What follows belongs to an exercise in optimizing a design on an open flow for small area, a short achievable clock period and few clock cycles per item; a production flow would make more cautious choices. At most, simulation tests tie the RTL to the original design; equivalence was not proved. For run 1, only the layout was checked, not whether the RTL still works. Power and IR drop assume default switching activity.

==> flow/design.v, too long to show whole: its modules and the start of the top module <==
// module le_fpu: 302 lines
// module le_fpu_cadd: 35 lines
// module le_fpu_mul24cs: 2101 lines
module le_fpu (
    input  wire        clk,
    input  wire        rst,
    input  wire        in_valid,
    output wire        in_ready,
    input  wire [3:0]  in_fn,
    input  wire [31:0] in_a,
    input  wire [31:0] in_b,
    input  wire [31:0] in_c,
    output reg         out_valid,
    output reg  [31:0] out_result,
    output reg  [3:0]  out_flags
);
  // ...
==> flow/flow/run.sh <==
#!/bin/bash
# Own layout flow: the standard layout (standard.sh, all steps unchanged) with one
# hook after global placement, flow/ports.tcl, which gives the port buffers that the
# standard flow inserts regular buffer cells (sky130_fd_sc_hd__buf_4 on outputs,
# sky130_fd_sc_hd__buf_1 on inputs) in place of the slow delay-buffer cell it picks
# by default. All output of the layout goes to
# standard.log here; ORFS's per-step logs stay under orfs/logs.
set -euo pipefail
W=$(pwd)
export POST_GLOBAL_PLACE_TCL="$W/flow/ports.tcl"
bash standard.sh finish > "$W/standard.log" 2>&1
==> flow/flow/ports.tcl <==
# Port buffers: the standard flow's flow inserts one buffer per input and output port (buffer_ports).
# Give them regular buffer cells instead of the slow delay-buffer cell picked by default:
# sky130_fd_sc_hd__buf_4 on the outputs (their paths set the clock period) and
# sky130_fd_sc_hd__buf_1 on the inputs (their paths have slack to spare).
set n_swapped 0
foreach inst [[ord::get_db_block] getInsts] {
  set name [$inst getName]
  if {[regexp {^(input|output)[0-9]+$} $name -> kind]} {
    set want [expr {$kind eq "output" ? "sky130_fd_sc_hd__buf_4" : "sky130_fd_sc_hd__buf_1"}]
    if {[[$inst getMaster] getName] ne $want} {
      replace_cell [get_cells $name] [get_lib_cells */$want]
      incr n_swapped
    }
  }
}
puts "ports.tcl: $n_swapped port buffers replaced"
==> flow/standard.sh <==
#!/bin/bash
# synth_recipe.tcl (not shown) runs the flow's synth.tcl, then flattens the netlist and writes it again
# the make line also repeats each setting of config.mk as NAME=value (left out here)
make -C /OpenROAD-flow-scripts/flow DESIGN_CONFIG=/design/flow/config.mk WORK_HOME=/design/flow/orfs CLKGATE_MAP_FILE= SYNTH_SCRIPT=/design/flow/synth_recipe.tcl "${@:-finish}"
==> flow/config.mk <==
export PLATFORM = sky130hd
export DESIGN_NAME = le_fpu
export DESIGN_NICKNAME = le_fpu
export VERILOG_FILES = /design/flow/design.v
export SDC_FILE = /design/flow/constraint.sdc
export NUM_CORES = 4
export LEC_CHECK = 0
export CAP_MARGIN = 20
export CORE_MARGIN = 2
export CORE_UTILIZATION = 60
export CTS_CLUSTER_DIAMETER = 100
export CTS_CLUSTER_SIZE = 20
export PLACE_DENSITY = 0.7
export SLEW_MARGIN = 20
==> flow/constraint.sdc <==
create_clock -name core_clock -period 30.0 [get_ports {clk}]
set_input_delay 6.0000 -clock core_clock [delete_from_list [all_inputs] [get_ports {clk}]]
set_output_delay 6.0000 -clock core_clock [all_outputs]
set_load 0.01 [all_outputs]
==> results by group, run 1 <==
Synth
  • Post-synth EDFFs: 0
  • Xor and xnor fraction of the mapped netlist area: between 10% and 20%
  • Seq/Total Area, Yosys: 19.78%
  • Most frequent cell after synthesis: inv_1
  • Adder-Cell Fraction of Synth Area: between 20% and 30%
  • Mux cell area share after synthesis: between 6 and 7%
  • Synth Instances: about 5,000
  • Synth Flop Type: dfxtp_1

Placement
  • I/O Buffers: 138
  • DP Cell Count: approximately 5,800

Final layout
  • Top class by area: multi-input gates
  • Fraction of area in registers: 18.89%
  • Clk tree area frac: 2.013%
  • Sequential cells: a little over 400
  • Layout cells sized above 1: 6.736%
  • # diodes: 1
  • Clock buffer cells: 30
  • Non-CTS inverters: ~460
  • Sequential cell area: between 8000 and 9000 um2
  • Multi-input combinational area share: a little over two thirds

Route
  • Vias post-DR: 39,000
  • Drt pass-1 iters: 9

STA
  • Setup total negative slack: 0 ps
  • Max Freq: 139.3 MHz
  • Final Max Slew Viols: 0
  • Final worst setup slack: about 23,000 ps

Global route
  • Most Crowded Layer GR: met2
  • First-pass GRT wire length: about 230,000 um
  • Gr ovfl total: 0
  • Vias in the first global route: 36,790

Critical path
  • Family with the most delay on the worst path: compound AO/OA/AOI/OAI gates
  • Critical R2R Capture: ks_r[42]$_DFF_P_
  • FF-to-FF path depth: 18
  • Worst setup EP type: flop
  • Kind of critical path: in2reg
  • Crit path max fanout: 4

Clocking
  • CTS tree: built

Pwr
  • P_leak: roughly 17 nW

Worst hold path
  • WHS Endpoint: r_etop[4]$_DFF_P_
  • Hold depth: 0
  • Min-Delay Path Class: reg2reg

Status
  • Outcome: complete, no violations
==> module le_fpu, before the edit <==
module le_fpu (
    input  wire        clk,
    input  wire        rst,
    input  wire        in_valid,
    output wire        in_ready,
    input  wire [3:0]  in_fn,
    input  wire [31:0] in_a,
    input  wire [31:0] in_b,
    input  wire [31:0] in_c,
    output reg         out_valid,
    output reg  [31:0] out_result,
    output reg  [3:0]  out_flags
);
    localparam [31:0] QNAN = 32'h7FC0_0000;
    assign in_ready = 1'b1;
    reg        v0;
    reg [3:0]  fn0;
    reg [31:0] a0, b0, c0;
    reg        f_arith, f_add, y_is_b, f_fma, f_mul, f_cvt, f_i2f, f_f2i;
    reg        a_nz, b_nz, c_nz, a_ff, b_ff, c_ff;
    reg [8:0]  sab;                          
    always @(posedge clk) begin
        sab     <= {1'b0, in_a[30:23]} + {1'b0, in_b[30:23]};
        a_nz    <= |in_a[30:23];
        b_nz    <= |in_b[30:23];
        c_nz    <= |in_c[30:23];
        a_ff    <= &in_a[30:23];
        b_ff    <= &in_b[30:23];
        c_ff    <= &in_c[30:23];
        v0      <= in_valid & ~rst;
        fn0     <= in_fn;
        a0      <= in_a;
        b0      <= in_b;
        c0      <= in_c;
        f_arith <= (in_fn[3:2] == 2'b00);    
        f_add   <= (in_fn[3:1] == 3'b000);   
        y_is_b  <= (in_fn[3:1] == 3'b001);   
        f_fma   <= (in_fn == 4'd3);
        f_mul   <= (in_fn == 4'd2);
        f_cvt   <= (in_fn[3:1] == 3'b111);   
        f_i2f   <= (in_fn == 4'd14);
        f_f2i   <= (in_fn == 4'd15);
    end
    wire [7:0] ea = a0[30:23];
    wire [7:0] eb = b0[30:23];
    wire [7:0] ec = c0[30:23];
    wire a_fr = |a0[22:0], b_fr = |b0[22:0], c_fr = |c0[22:0];
    wire a_nan = a_ff & a_fr, b_nan = b_ff & b_fr, c_nan = c_ff & c_fr;
    wire a_inf = a_ff & ~a_fr, b_inf = b_ff & ~b_fr, c_inf = c_ff & ~c_fr;
    wire a_snan = a_nan & ~a0[22], b_snan = b_nan & ~b0[22], c_snan = c_nan & ~c0[22];
    wire [23:0] ma = {a_nz, a0[22:0] & {23{a_nz}}};
    wire [23:0] mb = {b_nz, b0[22:0] & {23{b_nz}}};
    wire [23:0] mc = {c_nz, c0[22:0] & {23{c_nz}}};
    wire [23:0] xm = f_arith ? {1'b1, a0[22:0]} : {f_cvt & a0[31], 23'd0};
    wire [23:0] ym = {1'b1, b0[22:0] & {23{y_is_b}}};
    wire        sp = f_arith ? (a0[31] ^ (y_is_b & b0[31])) : (f_cvt & a0[31]);
    wire [76:0] pp_s, pp_c;
    le_fpu_mul24cs u_mul (.x(xm), .y(ym), .s(pp_s), .c(pp_c));
    wire [23:0] mz = f_add ? mb : mc;
    wire        z_nz = f_add ? b_nz : (f_fma & c_nz);
    wire [7:0]  ez = f_add ? eb : ec;
    wire        sz = f_add ? (b0[31] ^ fn0[0]) : (f_fma ? c0[31] : f_mul);
    wire        x_zero = ~a_nz;
    wire        y_zero = y_is_b & ~b_nz;
    wire        p_zero = x_zero | y_zero;
    wire        x_inf  = a_inf;
    wire        y_inf  = y_is_b & b_inf;
    wire        p_inf  = x_inf | y_inf;
    wire        z_inf  = f_add ? b_inf : (f_fma & c_inf);
    wire        any_nan  = a_nan | ((f_add | y_is_b) & b_nan) | (f_fma & c_nan);
    wire        any_snan = a_snan | ((f_add | y_is_b) & b_snan) | (f_fma & c_snan);
    wire        invalid  = (x_inf & y_zero) | (y_inf & x_zero) | (p_inf & z_inf & (sp ^ sz));
    wire signed [10:0] dd_add = $signed({3'd0, ea}) - $signed({3'd0, eb}) + 11'sd28;
    wire signed [10:0] dd_fma = $signed({2'd0, sab}) - $signed({3'd0, ec}) - 11'sd99;
    wire signed [10:0] dd28 = f_add ? dd_add : dd_fma;
    wire signed [10:0] ep29 = f_add ? $signed({3'd0, ea}) + 11'sd29
                                    : $signed({2'd0, sab}) - 11'sd98;
    wire        c_big = p_zero | (z_nz & dd28[10]);
    wire        f2i_sat = ~a_nan & (ea >= 8'd158) & ~(a0[31] & (ea == 8'd158) & ~a_fr);
    wire        f2i_go  = ~a_nan & ~f2i_sat & (ea >= 8'd127);
    wire [7:0]  sh_f2i  = 8'd187 - ea;
    wire [6:0]  sh   = f_f2i ? sh_f2i[6:0] : dd28[6:0];
    wire        far  = ~dd28[10] & (|dd28[9:7]);
    wire        kill = ~f_f2i & (c_big | far);
    wire [23:0] zm = f_arith ? (z_nz ? mz : 24'd0) : ((f_f2i & f2i_go) ? ma : 24'd0);
    wire [77:0] z_raw = {1'b0, zm, 53'd0} >> sh;
    wire [77:0] z_sh  = (z_raw & {78{~kill}}) | ({1'b0, zm, 53'd0} & {78{f_arith & c_big}});
    reg  [6:0]  tz52;
    integer k;
    always @* begin
        tz52 = 7'd75;
        for (k = 22; k >= 0; k = k - 1)
            if (zm[k])
                tz52 = 7'd52 + k[6:0];
    end
    wire        z_st = ~f_f2i & ~c_big & (|zm) & (far | (sh > tz52));
    wire        both_zero = ~a_nz & ~b_nz;
    wire        lt_m = ~both_zero & (a0[30:0] < b0[30:0]);
    wire        eq_m = both_zero | (a0[30:0] == b0[30:0]);
    wire        gt_m = ~lt_m & ~eq_m;
    wire        ab_nan  = a_nan | b_nan;
    wire        ab_snan = a_snan | b_snan;
    wire        a_lt_b = ~both_zero & ((a0[31] != b0[31]) ? a0[31] : (a0[31] ? gt_m : lt_m));
    wire        a_eq_b = both_zero | ((a0[31] == b0[31]) & eq_m);
    wire        is_min = ~fn0[0];
    reg        sel_b, flush, qnan_o, cmp_o, cmp_bit, m_nv, m_sat;
    reg        sgn;
    always @* begin
        sel_b   = 1'b0;
        flush   = 1'b0;
        qnan_o  = 1'b0;
        cmp_o   = 1'b0;
        cmp_bit = 1'b0;
        m_nv    = 1'b0;
        m_sat   = 1'b0;
        sgn     = a0[31];
        case (fn0)
            4'd6, 4'd7: begin
                m_nv   = ab_snan;
                qnan_o = a_nan & b_nan;
                flush  = ~ab_nan;
                if (a_nan)
                    sel_b = 1'b1;
                else if (b_nan)
                    sel_b = 1'b0;
                else if (a_eq_b)
                    sel_b = (a0[31] != is_min);
                else
                    sel_b = (a_lt_b != is_min);
                sgn = sel_b ? b0[31] : a0[31];
            end
            4'd8:  sgn = 1'b0;
            4'd9:  sgn = ~a0[31];
            4'd10: begin
                m_nv   = ab_nan;
                qnan_o = ab_nan;
                flush  = 1'b1;
                sel_b  = gt_m;
                m_sat  = ~ab_nan & gt_m;
            end
            4'd11: begin
                cmp_o = 1'b1; cmp_bit = ~ab_nan & a_lt_b; m_nv = ab_nan;
            end
            4'd12: begin
                cmp_o = 1'b1; cmp_bit = ~ab_nan & (a_lt_b | a_eq_b); m_nv = ab_nan;
            end
            4'd13: begin
                cmp_o = 1'b1; cmp_bit = ~ab_nan & a_eq_b; m_nv = ab_snan;
            end
            4'd15: begin
                m_nv  = a_nan;
                m_sat = f2i_sat;
            end
            default: ;
        endcase
    end
    wire [30:0] pick = sel_b ? b0[30:0] : a0[30:0];
    wire        pz   = flush & ~(sel_b ? b_nz : a_nz);
    wire [31:0] alt  = f_arith ? 32'd0 :
                       qnan_o  ? QNAN :
                       cmp_o   ? {31'd0, cmp_bit} :
                       f_f2i   ? {f2i_sat & a0[31], {31{f2i_sat & ~a0[31]}}} :
                                 {sgn, pick & {31{~pz}}};
    wire [77:0] z_al = (f_f2i ? {z_sh[77:16], 16'd0} : {z_sh[77:1], z_st})
                     | {30'd0, alt, 16'd0};
    wire        eff_sub = sp ^ sz;
    wire [78:0] za = {1'b0, z_al} ^ {79{eff_sub}};
    wire [78:0] ra = {pp_s, 2'b00};
    wire [78:0] rb = {pp_c, 2'b00};
    wire [78:0] ks = ra ^ rb ^ za;
    wire [78:0] kc = {(ra[77:0] & rb[77:0]) | (ra[77:0] & za[77:0]) | (rb[77:0] & za[77:0]), 1'b0};
    wire signed [10:0] e_top = f_i2f ? 11'sd188 :
                               c_big ? $signed({3'd0, ez}) + 11'sd1 : ep29;
    reg        va;
    reg [78:0] ks_r;
    reg [52:3] kc_r;
    reg        sp_a, sz_a, es_a, raw_a, nan_a, inf_a, nv_a, sat_a, sinf_a, zsgn_a, fz_a;
    reg signed [10:0] etop_a;
    always @(posedge clk) begin
        va     <= v0 & ~rst;
        ks_r   <= ks;
        kc_r   <= kc[52:3];
        sp_a   <= sp;
        sz_a   <= sz;
        es_a   <= eff_sub;
        raw_a  <= ~f_arith & ~f_i2f;
        nan_a  <= f_arith & (any_nan | invalid);
        inf_a  <= f_arith & ~any_nan & ~invalid & (p_inf | z_inf);
        nv_a   <= f_arith ? (any_nan ? any_snan : invalid) : m_nv;
        sat_a  <= ~f_arith & m_sat;
        sinf_a <= p_inf ? sp : sz;
        zsgn_a <= f_arith & p_zero & ~z_nz & sp & sz;
        fz_a   <= f_arith & p_zero & ~z_nz;
        etop_a <= e_top;
    end
    wire [53:0] l0, l1;
    le_fpu_cadd #(.W(54)) u_add (.x({2'b00, ks_r[51:0]}), .y({1'b0, kc_r, 3'd0}), .s0(l0), .s1(l1));
    wire [26:0] zh  = ~ks_r[78:52];
    wire [26:0] zhm = zh - 27'd1;
    wire [26:0] zhp = zh + 27'd1;
    wire [78:0] t0 = {(l0[53] ? zhp : (l0[52] ? zh : zhm)), l0[51:0]};
    wire [78:0] t1 = {(l1[53] ? zhp : (l1[52] ? zh : zhm)), l1[51:0]};
    wire        neg  = es_a & t1[78];
    wire [77:0] mag1 = ~es_a ? t0[77:0] : (t1[78] ? ~t0[77:0] : t1[77:0]);
    wire        s1w  = neg ? sz_a : sp_a;
    wire [79:0] mpad = {mag1, 2'b00};
    reg  [3:0]  lzh1;
    integer q;
    always @* begin
        lzh1 = 4'd9;
        for (q = 9; q >= 0; q = q - 1)
            if (|mpad[79-8*q -: 8])
                lzh1 = q[3:0];
    end
    reg        v1;
    reg [77:0] mag;
    reg        s1, r_raw, r_nan, r_inf, r_nv, r_sat, r_sinf, r_zsgn, r_fz;
    reg signed [10:0] r_etop;
    reg [3:0]  lzh;
    always @(posedge clk) begin
        v1     <= va & ~rst;
        mag    <= mag1;
        s1     <= s1w;
        r_raw  <= raw_a;
        r_nan  <= nan_a;
        r_inf  <= inf_a;
        r_nv   <= nv_a;
        r_sat  <= sat_a;
        r_sinf <= sinf_a;
        r_zsgn <= zsgn_a;
        r_fz   <= fz_a;
        r_etop <= etop_a;
        lzh    <= lzh1;
    end
    wire       mag_zero = ~|mag;
    wire [77:0] n6 = lzh[3] ? {mag[13:0], 64'd0} : mag;
    wire [55:0] n5 = lzh[2] ? {n6[45:0], 10'd0} : n6[77:22];
    wire        t5 = |n6[21:0] & ~lzh[2];
    wire [39:0] n4 = lzh[1] ? n5[39:0] : n5[55:16];
    wire        t4 = |n5[15:0] & ~lzh[1];
    wire [31:0] n3 = lzh[0] ? n4[31:0] : n4[39:8];
    wire        t3 = |n4[7:0] & ~lzh[0];
    wire [7:0]  tb = n3[31:24];
    wire [2:0]  lzl = tb[7] ? 3'd0 : tb[6] ? 3'd1 : tb[5] ? 3'd2 : tb[4] ? 3'd3 :
                      tb[3] ? 3'd4 : tb[2] ? 3'd5 : tb[1] ? 3'd6 : 3'd7;
    wire [27:0] n2 = lzl[2] ? n3[27:0] : n3[31:4];
    wire        t2 = |n3[3:0] & ~lzl[2];
    wire [25:0] n1 = lzl[1] ? n2[25:0] : n2[27:2];
    wire        t1s = |n2[1:0] & ~lzl[1];
    wire [24:0] n0 = lzl[0] ? n1[24:0] : n1[25:1];
    wire        t0s = n1[0] & ~lzl[0];
    wire        sticky = t5 | t4 | t3 | t2 | t1s | t0s;
    wire [23:0] sig  = n0[24:1];
    wire        rbit = n0[0];
    wire        rup  = rbit & (sticky | sig[0]);
    reg  [24:0] allone;      
    integer m;
    always @* begin
        allone[0] = 1'b1;
        for (m = 1; m <= 24; m = m + 1)
            allone[m] = allone[m-1] & sig[m-1];
    end
    wire [24:0] mr   = {1'b0, sig} ^ ({25{rup}} & allone);
    wire signed [10:0] eh   = r_etop - $signed({4'd0, lzh, 3'd0});
    wire signed [10:0] eh255 = eh - 11'sd255;
    wire signed [10:0] eh254 = eh - 11'sd254;
    wire signed [10:0] lzs  = $signed({8'd0, lzl});
    wire signed [10:0] e_n  = eh - lzs;
    wire        en_pos  = eh > lzs;              
    wire        en_zero = eh == lzs;             
    wire signed [10:0] e_n1 = (eh + 11'sd1) - lzs;
    wire [7:0]  e_r  = mr[24] ? e_n1[7:0] : e_n[7:0];
    wire        ovf  = (eh255 >= lzs) | ((eh254 == lzs) & mr[24]);
    reg [31:0] res;
    reg        of;
    always @* begin
        of = 1'b0;
        if (r_raw)
            res = mag[47:16];
        else if (r_nan)
            res = QNAN;
        else if (r_inf)
            res = {r_sinf, 8'hFF, 23'd0};
        else if (mag_zero | r_fz)
            res = {r_zsgn, 31'd0};
        else if (en_pos) begin
            if (ovf) begin
                res = {s1, 8'hFF, 23'd0};
                of  = 1'b1;
            end else
                res = {s1, e_r, mr[22:0]};
        end else if (en_zero && (&sig))
            res = {s1, 8'd1, 23'd0};
        else
            res = {s1, 31'd0};
    end
    always @(posedge clk) begin
        out_valid  <= v1 & ~rst;
        out_result <= res;
        out_flags  <= {of, 1'b0, r_nv, r_sat};
    end
endmodule
==> run 2: changes to the inputs <==
--- a/flow/design.v
+++ b/flow/design.v
@@ -18,9 +18,7 @@
     reg [31:0] a0, b0, c0;
     reg        f_arith, f_add, y_is_b, f_fma, f_mul, f_cvt, f_i2f, f_f2i;
     reg        a_nz, b_nz, c_nz, a_ff, b_ff, c_ff;
-    reg [8:0]  sab;                          
     always @(posedge clk) begin
-        sab     <= {1'b0, in_a[30:23]} + {1'b0, in_b[30:23]};
         a_nz    <= |in_a[30:23];
         b_nz    <= |in_b[30:23];
         c_nz    <= |in_c[30:23];
@@ -71,10 +69,10 @@
     wire        any_snan = a_snan | ((f_add | y_is_b) & b_snan) | (f_fma & c_snan);
     wire        invalid  = (x_inf & y_zero) | (y_inf & x_zero) | (p_inf & z_inf & (sp ^ sz));
     wire signed [10:0] dd_add = $signed({3'd0, ea}) - $signed({3'd0, eb}) + 11'sd28;
-    wire signed [10:0] dd_fma = $signed({2'd0, sab}) - $signed({3'd0, ec}) - 11'sd99;
+    wire signed [10:0] dd_fma = $signed({3'd0, ea}) + $signed({3'd0, eb}) - $signed({3'd0, ec}) - 11'sd99;
     wire signed [10:0] dd28 = f_add ? dd_add : dd_fma;
     wire signed [10:0] ep29 = f_add ? $signed({3'd0, ea}) + 11'sd29
-                                    : $signed({2'd0, sab}) - 11'sd98;
+                                    : $signed({3'd0, ea}) + $signed({3'd0, eb}) - 11'sd98;
     wire        c_big = p_zero | (z_nz & dd28[10]);
     wire        f2i_sat = ~a_nan & (ea >= 8'd158) & ~(a0[31] & (ea == 8'd158) & ~a_fr);
     wire        f2i_go  = ~a_nan & ~f2i_sat & (ea >= 8'd127);
==> flow/flow/run.sh (replaced) <==
#!/bin/bash
# Own layout flow: the standard layout (standard.sh, all steps unchanged) with two
# hooks:
#  - after global placement, flow/ports.tcl gives the port buffers that the standard
#    flow inserts regular buffer cells (sky130_fd_sc_hd__buf_4 on outputs,
#    sky130_fd_sc_hd__buf_1 on inputs) in place of the slow delay-buffer cell it picks
#    by default;
#  - before the standard repair_design after placement, flow/fanout.tcl sets a
#    maximum fanout, so that repair_design buffers wide select nets.
# All output of the layout goes to standard.log here; ORFS's per-step logs stay under
# orfs/logs.
set -euo pipefail
W=$(pwd)
export POST_GLOBAL_PLACE_TCL="$W/flow/ports.tcl"
export PRE_RESIZE_TCL="$W/flow/fanout.tcl"
bash standard.sh finish > "$W/standard.log" 2>&1
==> flow/flow/fanout.tcl (new file) <==
# Before the standard repair_design after global placement: cap the fanout of every
# net so that repair_design buffers the wide select nets (shifter and multiplexer
# controls) instead of leaving them on single small gates. Timing is still signed
# off against the design's constraints only.
set_max_fanout 10 [current_design]
puts "fanout.tcl: max fanout 10 for repair_design"
==> results by group, run 2 <==
Clocking
  • Clk root buf: clkbuf_16 (unchanged)
  • Hold buffer count at cts: 0 (unchanged)
  • Clk latency of the worst-skew pair: 610 ps (was 630 ps)
  • CTS H-tree lvls: 1 (unchanged)
  • CTS tree: built (unchanged)
  • Clk slew on worst S/H paths: 80 ps (about the same)
  • CTS Sinks: 403 (was 412)
  • CTS buffer count: 27 (was 28)
  • Post-CTS setup buffer count: 0 (unchanged)
  • Post-cts sizing count: 0 (unchanged)
  • Clk buf depth: 3 (unchanged)

Pwr
  • Internal power: 1.917 mW (was 1.718 mW)
  • Switch share: 51.53% (was 51.05%)
  • Switching power: 2.038 mW (was 1.791 mW)
  • P_leak: 18.44 nW (was 17.07 nW)
  • Sequential share of power: 23.9% (was 25.5%)
  • Tot Pwr: 3.955 mW (was 3.509 mW)
  • Power share of the combinational group: 66.6% (was 63.1%)
  • VDD IR-drop max: 61.25 uV (was 61.75 uV)
  • Pwr dens: 84.11 nW/um2 (was 80.31 nW/um2)
  • Clock network power share: 9.5% (was 11.4%)

Global route
  • First-pass GRT wire length: 259,300 um (was 228,300 um)
  • Initial antenna violation count: 8 (was 6)
  • Gr ovfl total: 0 (unchanged)
  • Largest net degree at the start of global routing: 21 (was 70)
  • Total GRT Usage: 48.77% (was 42.03%)
  • Vias in the first global route: 40,160 (was 36,790)

Synth
  • Seq/Total Area, Yosys: 19.55% (was 19.78%)
  • Synth Area per Inst: 8.376 um2 (was 8.342 um2)
  • Synth async-reset ratio: 0% (unchanged)
  • Synth Warn #: 2 (unchanged)
  • Synth Instances: 4,927 (was 4,998)
  • Synthesized area: 41,270 um2 (was 41,690 um2)
  • Post-synth EDFFs: 0 (unchanged)
  • Flip-flop and latch count after synthesis: 403 (was 412)
  • Most frequent cell after synthesis: inv_1 (unchanged)
  • Top cells by area, synth: dfxtp_1, fa_1, xnor2_1 (unchanged)
  • Synth Flop Type: dfxtp_1 (unchanged)
  • Commonest cells in the netlist: inv_1, xnor2_1, dfxtp_1, nand2_1, nor2_1 (was inv_1, dfxtp_1, xnor2_1, nand2_1, nor2_1)
  • Share of Yosys cell area claimed by the top area cell type: 19.55% (was 19.78%)
  • Mapped Nets: 5,530 (was 5,594)
  • Area leader, netlist: dfxtp_1 (unchanged)
  • Synth unique cells: 110 (was 117)

STA
  • RSZ-0062 raised after global routing: no (unchanged)
  • Worst slew pin tran: 1246 ps (was 1187 ps)
  • Setup total negative slack: 0 ps (unchanged)
  • Final Max Slew Viols: 0 (unchanged)
  • Final worst-path cycle share: 38.22% (was 23.93%)
  • Setup-failing EPs final: 0 (unchanged)
  • Max Freq: 87.22 MHz (was 139.3 MHz)
  • Fin crit period: 11,470 ps (was 7179 ps)
  • Clock skew: 24.37 ps (was 42.91 ps)
  • Worst slew margin: 16.53% (was 20.68%)
  • Fin. Hold Viols: 0 (unchanged)

Route
  • DRC Markers: 0 (unchanged)
  • DRT iter0 DRCs: 6,488 (was 5,031)
  • Final WL: 176,700 um (was 153,200 um)
  • Vias post-DR: 42,490 (was 39,000)
  • Routed Antenna Nets: 0 (unchanged)
  • Per-cell routed wire length: 28.83 um (was 26.14 um)
  • Via-to-Cell Ratio: 6.930 (was 6.653)
  • Drt pass-1 iters: 10 (was 9)

Final layout
  • Commonest non-fill, non-tap cell in the layout: inv_1 (unchanged)
  • Layout area overhead: 13.93% (was 4.796%)
  • Largest registers: ks_r x78, mag x78, kc_r x50 (unchanged)
  • Most frequent cells in the layout: inv_1, xnor2_1, dfxtp_1 (was inv_1, dfxtp_1, xnor2_1)
  • Layout cells sized above 1: 6.183% (was 6.736%)
  • Final #Nets: 5,834 (was 5,516)
  • Area of the multi-input gates: 30,090 um2 (was 30,420 um2)
  • Sequential cell area: 8075 um2 (was 8253 um2)
  • Fill count: 5,706 (was 6,166)

Die
  • Die height: 266.3 um (was 267.6 um)
  • Core area: 68,350 um2 (was 68,710 um2)
  • Top Ports: 141 (unchanged)
  • Initial core utilization: 60.39% (was 60.68%)
  • Row cnt: 96 (unchanged)
  • Die width: 266.3 um (was 267.6 um)
  • Die area: 70,900 um2 (was 71,610 um2)

Critical path
  • FF-to-FF path depth: 26 (was 18)
  • R2R Setup Slk: 18,530 ps (was 23,080 ps)
  • First element of the critical path: lzh[1]$_SDFF_PP0_ (was in_a[23])
  • Critical R2R Capture: out_result[20]$_DFF_P_ (was ks_r[42]$_DFF_P_)
  • Startpoint Class: flop (was primary input)
  • Worst EP required: 30,480 ps (was 30,560 ps)
  • Crit path max fanout: 10 (was 4)
  • Worst EP arrival: 11,950 ps (was 7740 ps)
  • Worst setup EP type: flop (unchanged)
  • R2R Path Start: lzh[1]$_SDFF_PP0_ (was sab[0]$_DFF_P_)
  • Kind of critical path: reg2reg (was in2reg)

Worst hold path
  • Min-Delay Path Class: reg2reg (unchanged)
  • WHS Endpoint: r_sinf$_DFF_P_ (was r_etop[4]$_DFF_P_)
  • Hold depth: 0 (unchanged)
  • Min-delay src: sinf_a$_DFF_P_ (was etop_a[4]$_SDFF_PP1_)

Placement
  • I/O Buffers: 138 (unchanged)
  • Post-DP HPWL: 141,300 um (was 117,100 um)

Run
  • Max_cap viols: 0 (unchanged)

Status
  • Outcome: complete, no violations (unchanged)
run 2: cell count changes after synthesis, moves of 18 or more:
| cell | change |
|---|---|
| nand2b_1 | +18 |
| nand2_1 | -44 |
| o21ai_0 | -67 |
| nor2_1 | +21 |
| o2bb2ai_1 | -25 |
| mux2i_1 | -28 |
| a31oi_1 | +33 |
| a22o_1 | +20 |
run 2: worst max path at each step:
stage / slack [ps] / end / cells after the start
4_1_cts: 18910 / out_result[20]$_DFF_P_ / 27
6_report: 18530 / out_result[20]$_DFF_P_ / 26
3_5_place_dp: 18950 / out_result[20]$_DFF_P_ / 27
5_1_grt: 18130 / out_result[16]$_DFF_P_ / 26
2_1_floorplan: 23570 / a_nz$_DFF_P_ / 2
3_3_place_gp: 23030 / ks_r[44]$_DFF_P_ / 22
run 2: cell type report:
class | count | area share (%)
multi-input cells | 3719 | 64.00
well taps | 882 | 2.347
flip-flops and latches | 403 | 17.17
inverters | 466 | 3.720
diodes | 9 | 0.04790
clock inverters | 9 | 0.2581
repair buffers | 614 | 10.97
clock buffers | 29 | 1.474
run 2: kinds of logic (layout without fill, tap and decap cells):
group | Yosys count | after routing | synth area share (%)
compound gates | 1266 | 1266 | 20.68
simple gates | 1209 | 1209 | 14.25
buf+inv | 805 | 1118 | 7.652
xor+xnor | 518 | 518 | 10.99
fa+ha+maj | 501 | 501 | 20.69
flops | 403 | 403 | 19.55
mux | 223 | 223 | 6.160
other cells | 2 | 11 | 0.01820
run 2: power by group through the flow:
stage	Combinational, mW	Clock [mW]	Sequential [mW]
3_3_place_gp	2.32	0	0.937
3_5_place_dp	2.51	0	0.930
2_1_floorplan	1.68	0	0.810
5_1_grt	2.79	0.401	0.942
6_report	2.63	0.377	0.945
4_1_cts	2.52	0.382	0.918
run 2: metrics by stage:
stage                     cells  worst slack (ps)  utilization, %  instance area [um2]  hold WS, ps
after floorplan            4927             23570               -                41270        309.6
after global placement     5711             23030           63.17                43180        311.3
after detailed placement   6084             18950           67.57                46180        312.1
after CTS                  6122             18910           68.76                47000        330.2
after global routing       6123             18130           68.77                47000        336.1
final                      6131             18530           68.80                47020        330.2
run 2: worst max-delay path, cell delays in order (launching register included):
cell	delay, ps
dfxtp_2	320
buf_4	120
clkdlybuf4s50_1	600
clkdlybuf4s50_1	810
clkdlybuf4s50_1	840
inv_1	180
buf_4	120
clkdlybuf4s50_1	880
clkdlybuf4s50_1	1020
a21oi_1	90
a211oi_1	560
a21oi_1	140
o21ai_2	150
buf_4	110
clkdlybuf4s50_1	780
clkdlybuf4s50_1	740
clkdlybuf4s50_1	670
clkdlybuf4s50_1	760
nand2_1	100
o22ai_1	230
nand4b_1	360
nand3b_1	350
nor3_1	210
nor2_1	60
buf_4	140
clkdlybuf4s50_1	650
a32o_1	350
run 2: metal layers:
metal	GRT usage, %	wire, um
met1	60.92	63310
met2	68.91	70170
met3	20.57	28340
met4	30.61	14650
met5	2.218	279
Testbench counts of run 2, summed over its fixed seeds: cycles 16,024, items 16,000.
==> run 3: changes to the inputs <==
==> flow/flow/run.sh (replaced) <==
#!/bin/bash
# Own layout flow: the standard layout (standard.sh, all steps unchanged) with
#  - a hook after global placement, flow/ports.tcl, which gives the port buffers that
#    the standard flow inserts regular buffer cells (sky130_fd_sc_hd__buf_4 on outputs,
#    sky130_fd_sc_hd__buf_1 on inputs) in place of the slow delay-buffer cell it picks
#    by default;
#  - a setup slack margin of 23 ns for the standard repair_timing steps (after CTS and
#    after global routing), so that they work on every path longer than 7 ns of the
#    30 ns clock. The clock and the constraints are the design's own.
# All output of the layout goes to standard.log here; ORFS's per-step logs stay under
# orfs/logs.
set -euo pipefail
W=$(pwd)
export POST_GLOBAL_PLACE_TCL="$W/flow/ports.tcl"
bash standard.sh SETUP_SLACK_MARGIN=23.0 finish > "$W/standard.log" 2>&1
--- a/flow/config.mk
+++ b/flow/config.mk
@@ -8,7 +8,7 @@
 export CAP_MARGIN = 20
 export CORE_MARGIN = 2
 export CORE_UTILIZATION = 60
-export CTS_CLUSTER_DIAMETER = 100
-export CTS_CLUSTER_SIZE = 20
+export CTS_CLUSTER_DIAMETER = 80
+export CTS_CLUSTER_SIZE = 24
 export PLACE_DENSITY = 0.7
 export SLEW_MARGIN = 20
removed: flow/flow/fanout.tcl
==> results by group, run 3 <==
Clocking
  • Clk buf depth: 3 (unchanged)
  • Post-CTS setup buffer count: 0 (unchanged)
  • CTS Sinks: 403 (unchanged)
  • Clk root buf: clkbuf_16 (unchanged)
  • CTS H-tree lvls: 1 (unchanged)
  • Clk slew on worst S/H paths: 90 ps (was 80 ps)
  • CTS tree: built (unchanged)
  • Hold buffer count at cts: 0 (unchanged)
  • Clk latency of the worst-skew pair: 610 ps (about the same)
  • CTS buffer count: 27 (unchanged)

Pwr
  • Switch share: 52.05% (was 51.53%)
  • VDD IR-drop max: 60.40 uV (was 61.25 uV)
  • Pwr dens: 87.20 nW/um2 (was 84.11 nW/um2)
  • Clock network power share: 10.7% (was 9.5%)
  • Sequential share of power: 25.0% (was 23.9%)
  • Internal power: 1.822 mW (was 1.917 mW)
  • P_leak: 17.07 nW (was 18.44 nW)
  • Tot Pwr: 3.801 mW (was 3.955 mW)
  • Switching power: 1.979 mW (was 2.038 mW)
  • Power share of the combinational group: 64.3% (was 66.6%)

Placement
  • DP Cell Count: 5,711 (was 6,084)
  • Pre-CTS setup slack: 22,810 ps (was 18,950 ps)
  • Placed instance area: 42,450 um2 (was 46,180 um2)
  • I/O Buffers: 138 (unchanged)
  • Post-DP HPWL: 119,800 um (was 141,300 um)

Global route
  • Total GRT Usage: 43.53% (was 48.77%)
  • Initial antenna violation count: 2 (was 8)
  • First-pass GRT wire length: 234,600 um (was 259,300 um)
  • Vias in the first global route: 36,960 (was 40,160)
  • Gr ovfl total: 0 (unchanged)
  • Largest net degree at the start of global routing: 66 (was 21)

Critical path
  • Buf/Inv on CP: 1 (was 15)
  • Worst EP arrival: 1040 ps (was 11,950 ps)
  • R2R Path Start: f_add$_DFF_P_ (was lzh[1]$_SDFF_PP0_)
  • Number of cells on the critical path: 1 (was 26)
  • FF-to-FF path depth: 15 (was 26)
  • Critical-path cell list: buf_6
  • Kind of critical path: reg2out (was reg2reg)
  • CP peak stage delay: 330 ps (was 1020 ps)
  • Critical path's slowest cell: dfxtp_2 (was clkdlybuf4s50_1)
  • Family with the most delay on the worst path: flip-flops (was buffers and inverters)
  • Startpoint Class: flop (unchanged)
  • R2R Setup Slk: 23,270 ps (was 18,530 ps)
  • Crit path max fanout: 1 (was 10)
  • Worst EP required: 24,000 ps (was 30,480 ps)
  • Critical R2R Capture: ks_r[16]$_DFF_P_ (was out_result[20]$_DFF_P_)
  • First element of the critical path: out_result[27]$_DFF_P_ (was lzh[1]$_SDFF_PP0_)
  • Worst setup EP type: output port (was flop)

Synth
  • Flip-flop and latch count after synthesis: 403 (unchanged)
  • Synth async-reset ratio: 0% (unchanged)
  • Most frequent cell after synthesis: inv_1 (unchanged)
  • Synth Warn #: 2 (unchanged)
  • Synth Instances: 4,927 (unchanged)
  • Synth Area per Inst: 8.376 um2 (unchanged)
  • Commonest cells in the netlist: inv_1, xnor2_1, dfxtp_1, nand2_1, nor2_1 (unchanged)
  • Synth Flop Type: dfxtp_1 (unchanged)
  • Seq/Total Area, Yosys: 19.55% (unchanged)
  • Synthesized area: 41,270 um2 (unchanged)
  • Synth unique cells: 110 (unchanged)
  • Area leader, netlist: dfxtp_1 (unchanged)
  • Mapped Nets: 5,530 (unchanged)
  • Post-synth EDFFs: 0 (unchanged)
  • Share of Yosys cell area claimed by the top area cell type: 19.55% (unchanged)
  • Top cells by area, synth: dfxtp_1, fa_1, xnor2_1 (unchanged)

STA
  • Final worst setup slack: 22,960 ps (was 18,530 ps)
  • Max Freq: 142.0 MHz (was 87.22 MHz)
  • Setup-failing EPs final: 0 (unchanged)
  • Final Max Slew Viols: 0 (unchanged)
  • WHS: 332.3 ps (was 330.2 ps)
  • Clock skew: 30.97 ps (was 24.37 ps)
  • Final worst-path cycle share: 23.48% (was 38.22%)
  • Fin. Hold Viols: 0 (unchanged)
  • RSZ-0062 raised after global routing: yes (was no)
  • Fin crit period: 7045 ps (was 11,470 ps)
  • Worst slew pin tran: 1222 ps (was 1246 ps)
  • Worst slew margin: 18.33% (was 16.53%)
  • Setup total negative slack: 0 ps (unchanged)

Die
  • Initial core utilization: 60.39% (unchanged)
  • Core area: 68,350 um2 (unchanged)
  • Top Ports: 141 (unchanged)
  • Die area: 70,900 um2 (unchanged)
  • Row cnt: 96 (unchanged)
  • Die width: 266.3 um (unchanged)
  • Die height: 266.3 um (unchanged)

Route
  • Final WL: 158,200 um (was 176,700 um)
  • Via-to-Cell Ratio: 6.831 (was 6.930)
  • DRT iter0 DRCs: 5,491 (was 6,488)
  • Vias post-DR: 39,320 (was 42,490)
  • DRC Markers: 0 (unchanged)
  • Routed Antenna Nets: 0 (unchanged)
  • Per-cell routed wire length: 27.49 um (was 28.83 um)
  • Drt pass-1 iters: 9 (was 10)

Worst hold path
  • Hold depth: 0 (unchanged)
  • Min-delay src: sinf_a$_DFF_P_ (unchanged)
  • WHS Endpoint: r_sinf$_DFF_P_ (unchanged)
  • Min-Delay Path Class: reg2reg (unchanged)

Final layout
  • Layout area overhead: 5.624% (was 13.93%)
  • Post-Route Utilization: 63.78% (was 68.80%)
  • Fin cells: 5,755 (was 6,131)
  • Most frequent cells in the layout: inv_1, xnor2_1, dfxtp_1 (unchanged)
  • # diodes: 0 (was 9)
  • Commonest non-fill, non-tap cell in the layout: inv_1 (unchanged)
  • Layout cells sized above 1: 7.613% (was 6.183%)
  • Largest registers: ks_r x78, mag x78, kc_r x50 (unchanged)
  • Final instance area: 43,590 um2 (was 47,020 um2)
  • Final #Nets: 5,461 (was 5,834)

Status
  • Outcome: complete, no violations (unchanged)

Run
  • Max_cap viols: 0 (unchanged)
==> run 3: cell counts after synthesis <==
No cell type changed its count.
==> run 3: worst max path at each step <==
stage | endpoint
after global routing | out_result[29]
after CTS | out_result[27]
after floorplan | a_nz$_DFF_P_
after detailed placement | ks_r[44]$_DFF_P_
after global placement | ks_r[44]$_DFF_P_
final | out_result[27]
==> run 3: power by group through the flow <==
stage	clock, mW	combinational, mW	sequential (mW)
2_1_floorplan	0	1.68	0.810
3_3_place_gp	0	2.32	0.937
3_5_place_dp	0	2.34	0.935
4_1_cts	0.410	2.36	0.930
5_1_grt	0.428	2.62	0.951
6_report	0.406	2.44	0.952
==> run 3: kinds of logic (layout without fill, tap and decap cells) <==
kind of cell | after synthesis | count (layout) | synth area share [%]
and+or+nand+nor | 1209 | 1209 | 14.25
buffers and inverters | 805 | 751 | 7.652
muxes | 223 | 223 | 6.160
xor gates and xnor gates | 518 | 518 | 10.99
AOI/OAI and AO/OA | 1266 | 1266 | 20.68
other | 2 | 2 | 0.01820
adders and majority gates | 501 | 501 | 20.69
DFF | 403 | 403 | 19.55
==> run 3: area by class of cell <==
class | count | area, um2
clock buffer | 29 | 703.2
clock inverter | 15 | 242.7
fill | 6012 | 24750
inverter | 466 | 1749
multi-input combinational | 3719 | 30120
sequential | 403 | 8114
tap | 882 | 1104
timing repair buffer | 241 | 1562
==> run 3: repair_timing <==
item / 4_1_cts / 5_1_grt
endpoints found under the hold margin: 0 / 0
setup endpoints to repair: 46 / 71
gates resized for setup: 54 / 17
==> run 3: metal layers <==
metal	routed length, um	vias to the layer above	global-route usage (%)
met5	23	-	0
met4	9627	4	22.18
met3	21410	599	13.11
met2	66350	2840	64.02
met1	60820	18650	57.78
li1	-	17220	-
==> run 4: changes to the inputs <==
--- a/flow/config.mk
+++ b/flow/config.mk
@@ -8,7 +8,7 @@
 export CAP_MARGIN = 20
 export CORE_MARGIN = 2
 export CORE_UTILIZATION = 60
-export CTS_CLUSTER_DIAMETER = 80
-export CTS_CLUSTER_SIZE = 24
+export CTS_CLUSTER_DIAMETER = 100
+export CTS_CLUSTER_SIZE = 20
 export PLACE_DENSITY = 0.7
 export SLEW_MARGIN = 20
==> results by group, run 4 <==
Status
  • Outcome: complete, no violations (unchanged)

Clocking
  • CTS Sinks: 403 (unchanged)
  • Hold buffer count at cts: 0 (unchanged)
  • Post-CTS setup buffer count: 0 (unchanged)
  • Clk buf depth: 3 (unchanged)
  • CTS buffer count: 27 (unchanged)
  • CTS tree: built (unchanged)
  • CTS H-tree lvls: 1 (unchanged)
  • Post-cts sizing count: 52 (was 54)
  • Clk latency of the worst-skew pair: 590 ps (was 610 ps)
  • Clk slew on worst S/H paths: 80 ps (was 90 ps)
  • Clk root buf: clkbuf_16 (unchanged)

Worst hold path
  • Min-Delay Path Class: reg2reg (unchanged)
  • Min-delay src: etop_a[0]$_SDFF_PP0_ (was sinf_a$_DFF_P_)
  • Hold depth: 0 (unchanged)
  • WHS Endpoint: r_etop[0]$_DFF_P_ (was r_sinf$_DFF_P_)

Synth
  • Synth async-reset ratio: 0% (unchanged)
  • Synth unique cells: 110 (unchanged)
  • Mapped Nets: 5,530 (unchanged)
  • Post-synth EDFFs: 0 (unchanged)
  • Synth Instances: 4,927 (unchanged)
  • Flip-flop and latch count after synthesis: 403 (unchanged)
  • Share of Yosys cell area claimed by the top area cell type: 19.55% (unchanged)
  • Synth Flop Type: dfxtp_1 (unchanged)
  • Commonest cells in the netlist: inv_1, xnor2_1, dfxtp_1, nand2_1, nor2_1 (unchanged)
  • Most frequent cell after synthesis: inv_1 (unchanged)
  • Synth Area per Inst: 8.376 um2 (unchanged)
  • Area leader, netlist: dfxtp_1 (unchanged)
  • Synthesized area: 41,270 um2 (unchanged)
  • Top cells by area, synth: dfxtp_1, fa_1, xnor2_1 (unchanged)
  • Synth Warn #: 2 (unchanged)
  • Seq/Total Area, Yosys: 19.55% (unchanged)

Critical path
  • R2R Setup Slk: 23,330 ps (was 23,270 ps)
  • Startpoint Class: flop (unchanged)
  • Crit path max fanout: 1 (unchanged)
  • Family with the most delay on the worst path: flip-flops (unchanged)
  • Worst EP arrival: 1020 ps (was 1040 ps)
  • Critical path's slowest cell: dfxtp_2 (unchanged)
  • Worst setup EP type: output port (unchanged)
  • Kind of critical path: reg2out (unchanged)
  • Buf/Inv on CP: 1 (unchanged)
  • R2R Path Start: a0[23]$_DFF_P_ (was f_add$_DFF_P_)
  • CP peak stage delay: 320 ps (was 330 ps)
  • Critical-path cell list: buf_6 (unchanged)
  • Critical R2R Capture: ks_r[20]$_DFF_P_ (was ks_r[16]$_DFF_P_)
  • Worst EP required: 24,000 ps (about the same)
  • FF-to-FF path depth: 20 (was 15)

STA
  • Worst slew pin tran: 1224 ps (was 1222 ps)
  • Fin. Hold Viols: 0 (unchanged)
  • RSZ-0062 raised after global routing: yes (unchanged)
  • Worst slew margin: 18.23% (was 18.33%)
  • Fin crit period: 7019 ps (was 7045 ps)
  • Final worst setup slack: 22,980 ps (was 22,960 ps)
  • Final worst-path cycle share: 23.40% (was 23.48%)
  • Setup-failing EPs final: 0 (unchanged)
  • Setup total negative slack: 0 ps (unchanged)
  • Max Freq: 142.5 MHz (was 142.0 MHz)
  • Final Max Slew Viols: 0 (unchanged)
  • Clock skew: 26.08 ps (was 30.97 ps)

Route
  • Via-to-Cell Ratio: 6.823 (was 6.831)
  • Routed Antenna Nets: 0 (unchanged)
  • Final WL: 158,100 um (was 158,200 um)
  • DRT iter0 DRCs: 5,370 (was 5,491)
  • Per-cell routed wire length: 27.50 um (was 27.49 um)
  • Vias post-DR: 39,220 (was 39,320)
  • Drt pass-1 iters: 9 (unchanged)
  • DRC Markers: 0 (unchanged)

Die
  • Die height: 266.3 um (unchanged)
  • Die width: 266.3 um (unchanged)
  • Row cnt: 96 (unchanged)
  • Initial core utilization: 60.39% (unchanged)
  • Die area: 70,900 um2 (unchanged)
  • Core area: 68,350 um2 (unchanged)
  • Top Ports: 141 (unchanged)

Global route
  • Most Crowded Layer GR: met2 (unchanged)
  • Initial antenna violation count: 4 (was 2)
  • Gr ovfl total: 0 (unchanged)
  • First-pass GRT wire length: 234,900 um (was 234,600 um)
  • Total GRT Usage: 43.58% (was 43.53%)
  • Largest net degree at the start of global routing: 66 (unchanged)
  • GR met3 Demand/Resource: 12.95% (was 13.11%)
  • Vias in the first global route: 36,930 (was 36,960)
  • Met2 Track Usage GR: 64.39% (was 64.02%)
  • Met1 GRT Util: 57.88% (was 57.78%)

Final layout
  • # diodes: 0 (unchanged)
  • Fin cells: 5,748 (was 5,755)
  • Layout area overhead: 5.223% (was 5.624%)
  • Most frequent cells in the layout: inv_1, xnor2_1, dfxtp_1 (unchanged)
  • Layout cells sized above 1: 7.439% (was 7.613%)
  • Final #Nets: 5,461 (unchanged)
  • Largest registers: ks_r x78, mag x78, kc_r x50 (unchanged)
  • Commonest non-fill, non-tap cell in the layout: inv_1 (unchanged)

Placement
  • DP Cell Count: 5,711 (unchanged)
  • Post-DP HPWL: 119,800 um (unchanged)
  • Pre-CTS setup slack: 22,810 ps (unchanged)
  • I/O Buffers: 138 (unchanged)

Pwr
  • Pwr dens: 86.53 nW/um2 (was 87.20 nW/um2)
  • P_leak: 16.99 nW (was 17.07 nW)
  • VDD IR-drop max: 61.08 uV (was 60.40 uV)

Run
  • Max_cap viols: 0 (unchanged)
run 4: changes by cell type in the layout (fill, tap and decap cells not counted), sizes merged:
cell      before  now
bufinv         1    0
clkinv         9    6
clkinvlp       0    1
inv          471  467
run 4: cells by family after synthesis:
family | after synthesis | share of synthesized area, %
muxes | 223 | 6.160
xor gates and xnor gates | 518 | 10.99
DFF | 403 | 19.55
adders and majority gates | 501 | 20.69
and+or+nand+nor | 1209 | 14.25
AOI/OAI and AO/OA | 1266 | 20.68
buffers and inverters | 805 | 7.652
other | 2 | 0.01820
run 4: area by class of cell:
| cell class | instances | area (um2) |
|---|---|---|
| Inverter | 466 | 1749 |
| Clock buffer | 29 | 693.2 |
| Fill cell | 6023 | 24920 |
| Sequential cell | 403 | 8113 |
| Multi-Input combinational cell | 3719 | 30120 |
| Tap cell | 882 | 1104 |
| Timing Repair Buffer | 241 | 1562 |
| Clock inverter | 8 | 88.84 |
run 4: report_power, final:
part	total, mW	leakage [nW]	switching (mW)	internal [mW]
sequential	0.951	3.38	0.231	0.720
combinational	2.44	13.2	1.53	0.911
clock	0.364	0.383	0.194	0.169
total	3.76	17.0	1.96	1.80
run 4: worst max path at each step:
stage / startpoint / to / slack, ps / cells past startpoint
after floorplan: in_a[24] / a_nz$_DFF_P_ / 23570 / 2
after global placement: a0[23]$_DFF_P_ / ks_r[44]$_DFF_P_ / 23030 / 22
after detailed placement: a0[23]$_DFF_P_ / ks_r[44]$_DFF_P_ / 22810 / 22
after CTS: out_result[13]$_DFF_P_ / out_result[13] / 22970 / 1
after global routing: out_result[15]$_DFF_P_ / out_result[15] / 22950 / 1
final: out_result[13]$_DFF_P_ / out_result[13] / 22980 / 1
run 4: per-stage QoR:
stage	util [%]	power (mW)	area (um2)	hold WS, ps
finish	63.54	3.758	43430	329.2
global route	63.54	3.961	43430	335.7
CTS	63.48	3.657	43390	329.9
detailed placement	62.11	3.272	42450	312.1
global placement	63.17	3.257	43180	311.3
floorplan	-	2.488	41270	309.6
run 4: layer usage:
layer  part of all wire, %  vias to the layer above
li1                      -                    17200
met1                    39                    18630
met2                    42                     2780
met3                    13                      601
met4                   6.1                        6
met5                 0.025                        -

## re-timing with driven ports
Ports are ideal in the flow. The routed layouts listed here were re-timed in OpenROAD. Step 1 sets driving cells, clkbuf_16 on the clock port and buf_2 on the other inputs (assumed; they add their load-dependent delay and slew). Step 2 times the ports against the registers' clock, not the clock port: input delays grow and output delays shrink by t, the midpoint of the rising clock arrivals with the driver on. a / b / c = no drivers / after step 1 / after step 2; a / b = the first two.
| run | t, ns | setup WS [ns] | worst setup path at the end | latest minus earliest clock arrival (ns) | slew at the worst register clock pin (ns) |
|---|---|---|---|---|---|
| run 1 | 0.680 | 22.821 / 22.848 / 22.189 | input to register | 0.043 / 0.043 | 0.09 / 0.09 |
| run 2 | 0.676 | 18.534 / 18.534 / 18.534 | register to register | 0.024 / 0.025 | 0.09 / 0.09 |
| run 3 | 0.669 | 22.955 / 22.880 / 23.271 | register to register | 0.031 / 0.031 | 0.10 / 0.10 |
| run 4 | 0.656 | 22.981 / 22.907 / 23.329 | register to register | 0.026 / 0.026 | 0.09 / 0.09 |
After both steps setup and hold are still met in every run listed. The setup slack of run 1, which loses most, moves by +0.027 ns with the drivers and by -0.632 ns with both steps.
